From an optimization exercise on the open Yosys and OpenROAD flow, aimed at small area, a short achievable clock period and few clock cycles; shortcuts taken in it are not production practice.
At most, simulation tests tie the RTL to the original design; equivalence was not proved.
Power is estimated from default activity; no workload was simulated.

## job 101
Design roller_dec, start of the top module:
module roller_dec (
    input  wire        clk,
    input  wire        rst,          
    input  wire        start,        
    input  wire [1:0]  bucket,       
    output wire        idle,
    output reg         done,         
    output reg  [1:0]  status,       
    input  wire        in_valid,
    input  wire [7:0]  in_data,
    output wire        in_ready,
    output wire        wr_en,
    output wire [11:0] wr_addr,
    output wire [7:0]  wr_data,
    output wire        rd_en,
    output wire [11:0] rd_addr,
    input  wire [7:0]  rd_data       
);
For scale: roughly 850 cells after synthesis, about 71 flip-flops, ~61 I/O pins, ~0.0059 sq mm of cells after synthesis.
export LEC_CHECK = 0
export ABC_AREA = 1
export CAP_MARGIN = 20
export CORE_MARGIN = 2
export CORE_UTILIZATION = 40
export CTS_BUF_LIST = sky130_fd_sc_hd__clkbuf_8
export CTS_CLUSTER_DIAMETER = 100
export CTS_CLUSTER_SIZE = 30
export SETUP_SLACK_MARGIN = 2.5
export SLEW_MARGIN = 20
create_clock -name core_clock -period 5.5 [get_ports {clk}]
standard.sh (not shown) runs the stock make flow with config.mk's settings and CLKGATE_MAP_FILE= SYNTH_SCRIPT=/design/flow/synth_recipe.tcl, a recipe that flattens the netlist after the stock synthesis.
==> flow/flow/run.sh <==
#!/bin/bash
# Standard layout, with the smallest buffer on the ports.
export BUFFER_PORTS_ARGS="-buffer_cell sky130_fd_sc_hd__buf_1"
bash standard.sh > standard.log 2>&1
Testbench counts of job 101, summed over its fixed seeds: cycles 801,453.
diff inputs: job 101 => job 102
- swapping 2.5 for 2.8 in SETUP_SLACK_MARGIN
==> flow/flow/run.sh <==
#!/bin/bash
# Standard layout with the smallest buffer on the ports, a clock tree built
# without dummy loads, and timing repair without gate cloning or load splitting.
export BUFFER_PORTS_ARGS="-buffer_cell sky130_fd_sc_hd__buf_1"
export CTS_ARGS="-sink_clustering_enable -repair_clock_nets -sink_clustering_size 30 -sink_clustering_max_diameter 100 -buf_list sky130_fd_sc_hd__clkbuf_8 -dont_use_dummy_load"
export SETUP_MOVE_SEQUENCE="unbuffer,sizeup,swap,buffer"
bash standard.sh > standard.log 2>&1
==> run notes <==
- Job 102 against job 101: number of rows created at floorplan now sits at about the same level; area of all placed cells without fillers now sits higher; total power now sits lower; via count now sits lower; top fanout value on the critical path now sits higher.
- Sequential share of layout area ended up 0.72 points lower on job 102 than on job 101.
- Relative to job 101, number of gates resized after cts has gone up in job 102.

========
old:
The RTL this note starts from:
==> flow/design.v <==
module roller_dec (
    input  wire        clk,
    input  wire        rst,          
    input  wire        start,        
    input  wire [1:0]  bucket,       
    output wire        idle,
    output reg         done,         
    output reg  [1:0]  status,       
    input  wire        in_valid,
    input  wire [7:0]  in_data,
    output wire        in_ready,
    output wire        wr_en,
    output wire [11:0] wr_addr,
    output wire [7:0]  wr_data,
    output wire        rd_en,
    output wire [11:0] rd_addr,
    input  wire [7:0]  rd_data       
);
    localparam [1:0] ST_OK       = 2'd0,
                     ST_BAD_CODE = 2'd1,
                     ST_BAD_DIST = 2'd2,
                     ST_OVERRUN  = 2'd3;
    reg s_idle;     
    reg s_h0;       
    reg s_h1;       
    reg s_h2;       
    reg s_h3;       
    reg s_tok;      
    reg s_a1;       
    reg s_a2;       
    reg s_a3;       
    reg s_mchk;     
    reg s_mpre;     
    reg s_run;      
    reg s_lit;      
    reg [7:0]  ib;          
    reg        iv;          
    reg [7:0]  rdr;         
    reg        k_fill;      
    reg        k_long;      
    reg        bdist;       
    reg        d1;          
    reg        slow;        
    reg [1:0]  ph;          
    reg [1:0]  code;        
    reg [11:0] rem;         
    reg [12:0] p;           
    reg [12:0] cnt;         
    reg [11:0] rp;          
    wire takes   = s_h0 || s_h1 || s_h2 || s_h3 || s_tok || s_a1 || s_a2 || s_a3 || s_lit;
    wire v       = iv;
    wire take    = iv && takes;
    wire run_wr  = s_run && (!slow || ph == 2'd2);
    assign idle     = s_idle;
    assign wr_en    = run_wr || (s_lit && iv);
    assign wr_addr  = p[11:0];
    assign wr_data  = s_run ? (k_fill ? rp[7:0] : rdr) : ib;
    assign rd_en    = !s_idle && !(d1 && (s_mpre || s_run));
    assign rd_addr  = rp;
    assign in_ready = !s_idle && (!iv || takes);
    wire [11:0] rem_dec = rem - 12'd1;
    wire [12:0] cnt_dec = cnt - 13'd1;
    wire        cnt_end = (cnt == 13'd0);
    wire        rem_end = (rem == 12'd0);
    function automatic gt12(input [11:0] a, input [11:0] b);
        integer i;
        reg g;
        begin
            g = 1'b0;
            for (i = 0; i < 12; i = i + 1)
                g = (a[i] & ~b[i]) | (~(a[i] ^ b[i]) & g);
            gt12 = g;
        end
    endfunction
    wire        ovr     = p[12] || cnt[12] || gt12(cnt[11:0], ~p[11:0]);
    wire [7:0]  t       = ib;
    wire        t_lit   = !t[7];
    wire        t_short = t[7:6] == 2'b10;
    wire        t_long  = t[7:4] == 4'hC;
    wire        t_fill  = t[7:4] == 4'hD;
    wire [6:0]  n       = t[6:0];
    wire        lit_bad = !gt12(rem_dec, {5'd0, n});
    wire        lit_ovr = gt12({5'd0, n}, ~p[11:0]);
    wire        rem_lt4 = (rem[11:2] == 10'd0);
    wire        arg_bad = t_short ? (rem_lt4 && !rem[1]) :
                          t_long  ? rem_lt4 : (rem_lt4 && !(rem[1] && rem[0]));
    wire [11:0] tl      = {ib[3:0], rem[7:0]};
    wire        tl_bad  = (ib[7:4] != 4'd0) || (tl == 12'd0) ||
                          gt12({10'd0, tl[11:10]}, {10'd0, code}) ||
                          (tl[11:10] == code && tl[9:2] == 8'hFF && tl[1:0] != 2'd0);
    wire [11:0] dval    = {rp[11:8], ib};
    wire [13:0] rsum    = {1'b0, p} + {2'b11, ~dval};
    wire [8:0]  lo6     = {1'b0, ib} + 9'd6;
    wire [4:0]  hi_sum  = {1'b0, ib[3:0]} + {4'd0, cnt[8]};
    reg        fin;
    reg [1:0]  fst;
    reg        n_idle, n_h0, n_h1, n_h2, n_h3, n_tok, n_a1, n_a2, n_a3, n_mchk, n_mpre, n_run, n_lit;
    always @(*) begin
        fin = 1'b0;
        fst = ST_OK;
        n_idle = 1'b0; n_h0 = 1'b0; n_h1 = 1'b0; n_h2 = 1'b0; n_h3 = 1'b0; n_tok = 1'b0;
        n_a1 = 1'b0; n_a2 = 1'b0; n_a3 = 1'b0; n_mchk = 1'b0; n_mpre = 1'b0; n_run = 1'b0;
        n_lit = 1'b0;
        if (s_idle) begin
            if (!start)              n_idle = 1'b1;
            else if (bucket == 2'd3) n_lit  = 1'b1;
            else                     n_h0   = 1'b1;
        end
        if (s_h0) begin
            if (!v)                     n_h0 = 1'b1;
            else if (ib != 8'h01)       begin fin = 1'b1; fst = ST_BAD_CODE; end
            else                        n_h1 = 1'b1;
        end
        if (s_h1) begin
            if (!v)                     n_h1 = 1'b1;
            else if (ib != {6'd0, code}) begin fin = 1'b1; fst = ST_BAD_CODE; end
            else                        n_h2 = 1'b1;
        end
        if (s_h2) begin
            if (!v) n_h2 = 1'b1;
            else    n_h3 = 1'b1;
        end
        if (s_h3) begin
            if (!v)          n_h3 = 1'b1;
            else if (tl_bad) begin fin = 1'b1; fst = ST_BAD_CODE; end
            else             n_tok = 1'b1;
        end
        if (s_tok) begin
            if (rem_end)                  begin fin = 1'b1; fst = p[12] ? ST_OK : ST_BAD_CODE; end
            else if (p[12])               begin fin = 1'b1; fst = ST_OVERRUN; end
            else if (!v)                  n_tok = 1'b1;
            else if (t_lit) begin
                if (lit_bad)              begin fin = 1'b1; fst = ST_BAD_CODE; end
                else if (lit_ovr)         begin fin = 1'b1; fst = ST_OVERRUN; end
                else                      n_lit = 1'b1;
            end
            else if (!(t_short || t_long || t_fill) || arg_bad)
                                          begin fin = 1'b1; fst = ST_BAD_CODE; end
            else                          n_a1 = 1'b1;
        end
        if (s_a1) begin
            if (!v)                       n_a1 = 1'b1;
            else if (k_fill || k_long)    n_a2 = 1'b1;
            else                          n_mchk = 1'b1;
        end
        if (s_a2) begin
            if (!v)                       n_a2 = 1'b1;
            else if (!k_fill)             n_a3 = 1'b1;
            else if (ovr)                 begin fin = 1'b1; fst = ST_OVERRUN; end
            else                          n_run = 1'b1;
        end
        if (s_a3) begin
            if (!v)                       n_a3 = 1'b1;
            else                          n_mchk = 1'b1;
        end
        if (s_mchk) begin
            if (bdist)                    begin fin = 1'b1; fst = ST_BAD_DIST; end
            else if (ovr)                 begin fin = 1'b1; fst = ST_OVERRUN; end
            else if (slow)                n_run = 1'b1;
            else                          n_mpre = 1'b1;
        end
        if (s_mpre)                       n_run = 1'b1;
        if (s_run) begin
            if (run_wr && cnt_end)        n_tok = 1'b1;
            else                          n_run = 1'b1;
        end
        if (s_lit) begin
            if (v && cnt_end)             n_tok = 1'b1;
            else                          n_lit = 1'b1;
        end
        if (fin) n_idle = 1'b1;
    end
    always @(posedge clk) begin
        if (rst) begin
            s_idle <= 1'b1;
            s_h0 <= 1'b0; s_h1 <= 1'b0; s_h2 <= 1'b0; s_h3 <= 1'b0; s_tok <= 1'b0;
            s_a1 <= 1'b0; s_a2 <= 1'b0; s_a3 <= 1'b0; s_mchk <= 1'b0; s_mpre <= 1'b0;
            s_run <= 1'b0; s_lit <= 1'b0;
            done   <= 1'b0;
        end else begin
            s_idle <= n_idle; s_h0 <= n_h0; s_h1 <= n_h1; s_h2 <= n_h2; s_h3 <= n_h3; s_tok <= n_tok;
            s_a1 <= n_a1; s_a2 <= n_a2; s_a3 <= n_a3; s_mchk <= n_mchk; s_mpre <= n_mpre;
            s_run <= n_run; s_lit <= n_lit;
            done   <= fin;
        end
    end
    always @(posedge clk) begin
        status <= fst;
        rdr    <= rd_data;
        if (in_valid && in_ready) begin
            ib <= in_data;
            iv <= 1'b1;
        end else if (take || s_idle) begin
            iv <= 1'b0;
        end
        if (s_idle && start) begin
            code <= bucket;
            p    <= 13'd0;
            cnt  <= 13'd4095;
            rem  <= 12'd0;
        end
        if (wr_en) p <= p + 13'd1;
        if (v) begin
            if (s_h2) rem[7:0] <= ib;
            if (s_h3) rem <= tl;
            if (s_tok || s_a1 || s_a2 || s_a3 || s_lit) rem <= rem_dec;
        end
        if (s_tok && v) begin
            k_fill    <= t[6] & t[4];
            k_long    <= t[6] & ~t[4];
            rp[11:8]  <= t[3:0];
            cnt[7:0]  <= t[7] ? {5'd0, {1'b0, t[5:4]} + 3'd2} : {1'b0, n};
            cnt[12:8] <= (t[7:6] == 2'b11) ? {1'b0, t[3:0]} : 5'd0;
        end
        if (s_a1 && v) begin
            if (k_fill) begin
                cnt[7:0] <= ib;
            end else begin
                rp    <= rsum[11:0];
            end
        end
        if (s_a1) begin
            bdist <= rsum[13];
            d1    <= (dval == 12'd0);
            slow  <= (dval == 12'd1);
        end
        if (s_a2 && v) begin
            if (k_fill) rp[7:0] <= ib;
            else        cnt[8:0] <= lo6;
        end
        if (s_a3 && v)
            cnt[12:8] <= (ib[7:4] != 4'd0) ? 5'h1F : hi_sum;
        if (s_mchk || s_mpre || (s_run && !k_fill && (!slow || ph == 2'd0)))
            rp <= rp + 12'd1;
        if (s_mchk)     ph <= 2'd1;
        else if (s_run) ph <= (ph == 2'd2) ? 2'd0 : ph + 2'd1;
        if (run_wr || (s_lit && v)) cnt <= cnt_dec;
    end
endmodule
export LEC_CHECK = 0
export ABC_AREA = 1
export CAP_MARGIN = 20
export CORE_MARGIN = 2
export CORE_UTILIZATION = 40
export CTS_BUF_LIST = sky130_fd_sc_hd__clkbuf_8
export CTS_CLUSTER_DIAMETER = 100
export CTS_CLUSTER_SIZE = 30
export SETUP_SLACK_MARGIN = 3.2
export SLEW_MARGIN = 20
create_clock -name core_clock -period 5.5 [get_ports {clk}]
==> flow/flow/run.sh <==
#!/bin/bash
# Standard layout, with the smallest buffer on the ports.
export BUFFER_PORTS_ARGS="-buffer_cell sky130_fd_sc_hd__buf_1"
bash standard.sh > standard.log 2>&1
The inputs of new differ from those of old as listed below.
# old
export LEC_CHECK = 0
export ABC_AREA = 1
export CAP_MARGIN = 20
export CORE_MARGIN = 2
export CORE_UTILIZATION = 40
export CTS_BUF_LIST = sky130_fd_sc_hd__clkbuf_8
export CTS_CLUSTER_DIAMETER = 100
export CTS_CLUSTER_SIZE = 30
export SETUP_SLACK_MARGIN = 3.2
export SLEW_MARGIN = 20
create_clock -name core_clock -period 5.5 [get_ports {clk}]
# new
export LEC_CHECK = 0
export ABC_AREA = 1
export CAP_MARGIN = 20
export CORE_MARGIN = 2
export CORE_UTILIZATION = 40
export CTS_BUF_LIST = sky130_fd_sc_hd__clkbuf_8
export CTS_CLUSTER_DIAMETER = 100
export CTS_CLUSTER_SIZE = 30
export SETUP_SLACK_MARGIN = 3.0
export SLEW_MARGIN = 20
create_clock -name core_clock -period 5.5 [get_ports {clk}]
Notes after the runs:
new | stages: all done | timing, DRC, antenna: all pass
Going from old to new, detail-routed via count per cell now smaller; filler-free cell count of the finished design now smaller; instance count on the critical path now larger; total net switching power now smaller.
Looking only at footprint of the multi-input gates, and setting everything else aside, the lower value of old and new goes to new.
Compared with old, new improves detailed-route via count.
Total wire length after detailed routing on new is down relative to old.
Ratio of final minimum period to clock period was higher in old than in new.
Register-to-register path setup slack in new vs old: up 120 ps
Summary — setup slack, new relative to old: higher, by 83 ps.
No run of this note included a check of the RTL's function; only the layout flow was run.

========
Another version of the RTL of roller_dec (not shown whole).
For scale: roughly 710 cells after synthesis, about 61 flip-flops, ~5800 um2 of cells after synthesis.
==> flow/config.mk <==
export PLATFORM = sky130hd
export DESIGN_NAME = roller_dec
export DESIGN_NICKNAME = roller_dec
export VERILOG_FILES = /design/flow/design.v
export SDC_FILE = /design/flow/constraint.sdc
export NUM_CORES = 4
export LEC_CHECK = 0
export CAP_MARGIN = 20
export CORE_MARGIN = 2
export CORE_UTILIZATION = 40
export SLEW_MARGIN = 20
==> flow/constraint.sdc <==
create_clock -name core_clock -period 5.5 [get_ports {clk}]
set_input_delay 1.1000 -clock core_clock [delete_from_list [all_inputs] [get_ports {clk}]]
set_output_delay 1.1000 -clock core_clock [all_outputs]
set_load 0.01 [all_outputs]
run.sh (not shown) runs the stock make flow with config.mk's settings and CLKGATE_MAP_FILE= SYNTH_SCRIPT=/design/flow/synth_recipe.tcl, a recipe that flattens the netlist after the stock synthesis.
Stock flow here: none of the scripts above is used.
==> next run, changes <==
Settings changed: ABC_AREA set to 1, SETUP_SLACK_MARGIN set to 2.0.
=> Wire length is higher by 14%. Sequential share of layout area is lower by 0.84 points. Cell count is higher by 14%. Global-route usage is higher by 4.6 points.
==> next run, changes <==
Settings changed: ABC_AREA 1 to not set, ABC_CLOCK_PERIOD_IN_PS set to 3000, SETUP_SLACK_MARGIN 2.0 to 2.5.
Outcome: The new run went through all stages and came out clean; sequential share of layout area fell by 0.92 points; via count fell slightly; clock-buffer cell count rose by 2; die area rose slightly.
Function was not checked in any run of this note: the RTL went through the layout flow alone.

========
Another version of the RTL of roller_dec (not shown whole).
For scale: about 850 cells after synthesis, roughly 94 flip-flops, about 61 I/O pins, about 6400 sq um of cells after synthesis.
export LEC_CHECK = 0
export ABC_AREA = 1
export CAP_MARGIN = 20
export CORE_MARGIN = 2
export CORE_UTILIZATION = 40
export CTS_BUF_LIST = sky130_fd_sc_hd__clkbuf_8
export CTS_CLUSTER_DIAMETER = 100
export CTS_CLUSTER_SIZE = 30
export SETUP_SLACK_MARGIN = 3.2
export SLEW_MARGIN = 20
create_clock -name core_clock -period 5.5 [get_ports {clk}]
standard.sh (not shown) runs the stock make flow with config.mk's settings and CLKGATE_MAP_FILE= SYNTH_SCRIPT=/design/flow/synth_recipe.tcl, a recipe that flattens the netlist after the stock synthesis.
Scripts as last shown in full above: flow/flow/run.sh
Edit:
- SETUP_SLACK_MARGIN: 3.2 -> 3.0
What happened:
- The changed run completed with no timing, DRC or antenna violations
- design area fell by 3.4%
- die area does not change
- first-iteration DRC count went up by 21%
- synthesized area is unchanged
No functional check of the RTL was part of any run of this note.

========
RTL: one of the versions met above, not the one the previous note started from.
Size in the first run: ~850 cells after synthesis, ~61 I/O pins.
Design roller_dec, start of the top module:
module roller_dec (
    input  wire        clk,
    input  wire        rst,          
    input  wire        start,        
    input  wire [1:0]  bucket,       
    output wire        idle,
    output reg         done,         
    output reg  [1:0]  status,       
    input  wire        in_valid,
    input  wire [7:0]  in_data,
    output wire        in_ready,
    output wire        wr_en,
    output wire [11:0] wr_addr,
    output wire [7:0]  wr_data,
    output wire        rd_en,
    output wire [11:0] rd_addr,
    input  wire [7:0]  rd_data       
);
    localparam [1:0] ST_OK       = 2'd0,
                     ST_BAD_CODE = 2'd1,
                     ST_BAD_DIST = 2'd2,
                     ST_OVERRUN  = 2'd3;
    reg s_idle;     
    reg s_h0;       
    reg s_h1;       
    reg s_h2;       
    reg s_h3;       
    reg s_tok;      
    reg s_a1;       
    reg s_a2;       
    reg s_a3;       
    reg s_mchk;     
    reg s_run;      
    reg s_lit;      
    reg        k_fill;      
    reg        k_long;      
    reg        bdist;       
    reg        d1;          
    reg [1:0]  code;        
    reg [11:0] rem;         
    reg [12:0] p;           
    reg [12:0] cnt;         
    reg [11:0] rp;          
    assign idle     = s_idle;
    assign wr_en    = s_run || (s_lit && in_valid);
    assign wr_addr  = p[11:0];
    assign wr_data  = s_run ? (k_fill ? rp[7:0] : rd_data) : in_data;
    assign rd_en    = !(s_run && d1);
    assign rd_addr  = rp;
    assign in_ready = !(s_idle || s_mchk || s_run);
    wire [11:0] rem_dec = rem - 12'd1;
    wire [12:0] cnt_dec = cnt - 13'd1;
    wire        cnt_end = (cnt == 13'd0);
    wire        rem_end = (rem == 12'd0);
    wire        ovr     = p[12] || cnt[12] || (cnt[11:0] > ~p[11:0]);
  ...
Settings: LEC_CHECK=0, ABC_AREA=1, CAP_MARGIN=20, CORE_MARGIN=2, CORE_UTILIZATION=50, CTS_BUF_LIST=sky130_fd_sc_hd__clkbuf_8, CTS_CLUSTER_DIAMETER=100, CTS_CLUSTER_SIZE=30, SETUP_SLACK_MARGIN=2.8, SLEW_MARGIN=20; clock period 5.5 ns.
==> flow/flow/run.sh <==
#!/bin/bash
# Standard layout, with the smallest buffer on the ports and a clock tree
# built without dummy loads.
export BUFFER_PORTS_ARGS="-buffer_cell sky130_fd_sc_hd__buf_1"
export CTS_ARGS="-sink_clustering_enable -repair_clock_nets -sink_clustering_size 30 -sink_clustering_max_diameter 100 -buf_list sky130_fd_sc_hd__clkbuf_8 -dont_use_dummy_load"
bash standard.sh > standard.log 2>&1
Testbench counts at the start, summed over its fixed seeds: cycles 801,453.
Then changed:
--- a/flow/config.mk
+++ b/flow/config.mk
@@ -11 +11 @@
-export CORE_UTILIZATION = 50
+export CORE_UTILIZATION = 40
@@ -15 +15 @@
-export SETUP_SLACK_MARGIN = 2.8
+export SETUP_SLACK_MARGIN = 2.75
Effect: Worst setup slack got worse by 13 ps. Power is lower by 0.87%. Global-route usage is lower by 7.3 points.
Then changed:
--- a/flow/flow/run.sh
+++ b/flow/flow/run.sh
@@ -2,2 +2,16 @@
-# Standard layout, with the smallest buffer on the ports and a clock tree
-# built without dummy loads.
+# Standard layout with three changes: the smallest buffer on the ports, a
+# clock tree built without dummy loads, and ORFS's power recovery (downsizing
+# cells off the critical paths) run with the same setup margin as the repair.
+set -e
+rm -rf scripts_mod
+cp -r "$FLOW_HOME/scripts" scripts_mod
+python3 - <<'PY'
+f = 'scripts_mod/util.tcl'
+s = open(f).read()
+a = '  append_env_var additional_args RECOVER_POWER -recover_power 1\n'
+assert a in s
+s = s.replace(a, a + '  append_env_var additional_args SETUP_SLACK_MARGIN -setup_margin 1\n')
+open(f, 'w').write(s)
+PY
+export SCRIPTS_DIR="$PWD/scripts_mod"
+export RECOVER_POWER=100
--- a/flow/config.mk
+++ b/flow/config.mk
@@ -15 +15 @@
-export SETUP_SLACK_MARGIN = 2.75
+export SETUP_SLACK_MARGIN = 2.8
Result: Now the flow completed and failed the layout checks on max-capacitance violations, max-slew violations; flip-flop and latch count stays the same; count of clock-buffer cells in the layout does not change; total power is about the same; global-route usage came out lower by 0.38 points; combinational power came out lower by about 2%; final cell count came out lower by about 0.55%.
Then changed:
==> flow/flow/run.sh (replaced) <==
#!/bin/bash
# Standard layout, with the smallest buffer on the ports and a clock tree
# built without dummy loads.
export BUFFER_PORTS_ARGS="-buffer_cell sky130_fd_sc_hd__buf_1"
export CTS_ARGS="-sink_clustering_enable -repair_clock_nets -sink_clustering_size 30 -sink_clustering_max_diameter 100 -buf_list sky130_fd_sc_hd__clkbuf_8 -dont_use_dummy_load"
bash standard.sh > standard.log 2>&1
--- a/flow/config.mk
+++ b/flow/config.mk
@@ -14,0 +15 @@
+export GPL_TIMING_DRIVEN = 0
What happened: Now the flow passed the timing, design-rule and antenna checks; power grows by about 3%; synthesized cell count stays the same; wire length is higher by about 3.5%; worst setup slack improves by 870 ps; die area stays the same; worst hold slack degrades by 7.5 ps.

separate check: timing with driven ports:
The flow's constraints put no driver on any port. The routed layouts listed below were extracted and timed again, unchanged, in two steps. Step 1 assumes that a clkbuf_16 drives the clock port and a buf_2 every other input. Step 2 also shifts input and output timing later by t, the mid clock arrival at the registers, as if the neighbouring blocks saw the same clock. a / b / c = ideal ports / drivers / drivers and shift; a / b = the first two.
run	t (ns)	setup slack, ns	worst setup path after step 2	slew at the worst register clock pin (ns)
job 101	0.420	2.530 / 2.493 / 2.261	input to register	0.09 / 0.09
job 102	0.398	2.714 / 2.663 / 2.517	input to register	0.09 / 0.09
old	0.435	2.818 / 2.778 / 2.848	register to register	0.11 / 0.11
new	0.428	2.900 / 2.860 / 2.922	input to register	0.11 / 0.11
the first run of note 3	0.388	0.392 / 0.349 / 0.737	register to output	0.06 / 0.06
the second run of note 3	0.384	1.552 / 1.510 / 1.835	input to register	0.06 / 0.06
the third run of note 3	0.373	1.604 / 1.565 / 1.939	register to output	0.06 / 0.06
the first run of note 4	0.442	2.744 / 2.705 / 2.803	input to register	0.11 / 0.11
the second run of note 4	0.445	2.729 / 2.690 / 2.772	input to register	0.12 / 0.12
the first run of note 5	0.395	2.759 / 2.725 / 2.393	input to register	0.09 / 0.09
the second run of note 5	0.404	2.746 / 2.685 / 2.443	input to register	0.08 / 0.08
the third run of note 5	0.397	1.716 / 1.668 / 1.427	input to register	0.09 / 0.09
the fourth run of note 5	0.407	2.590 / 2.546 / 2.462	input to register	0.09 / 0.09
The setup slack of the first run of note 5, which loses most, moves by -0.034 ns with the drivers and by -0.366 ns with both steps.
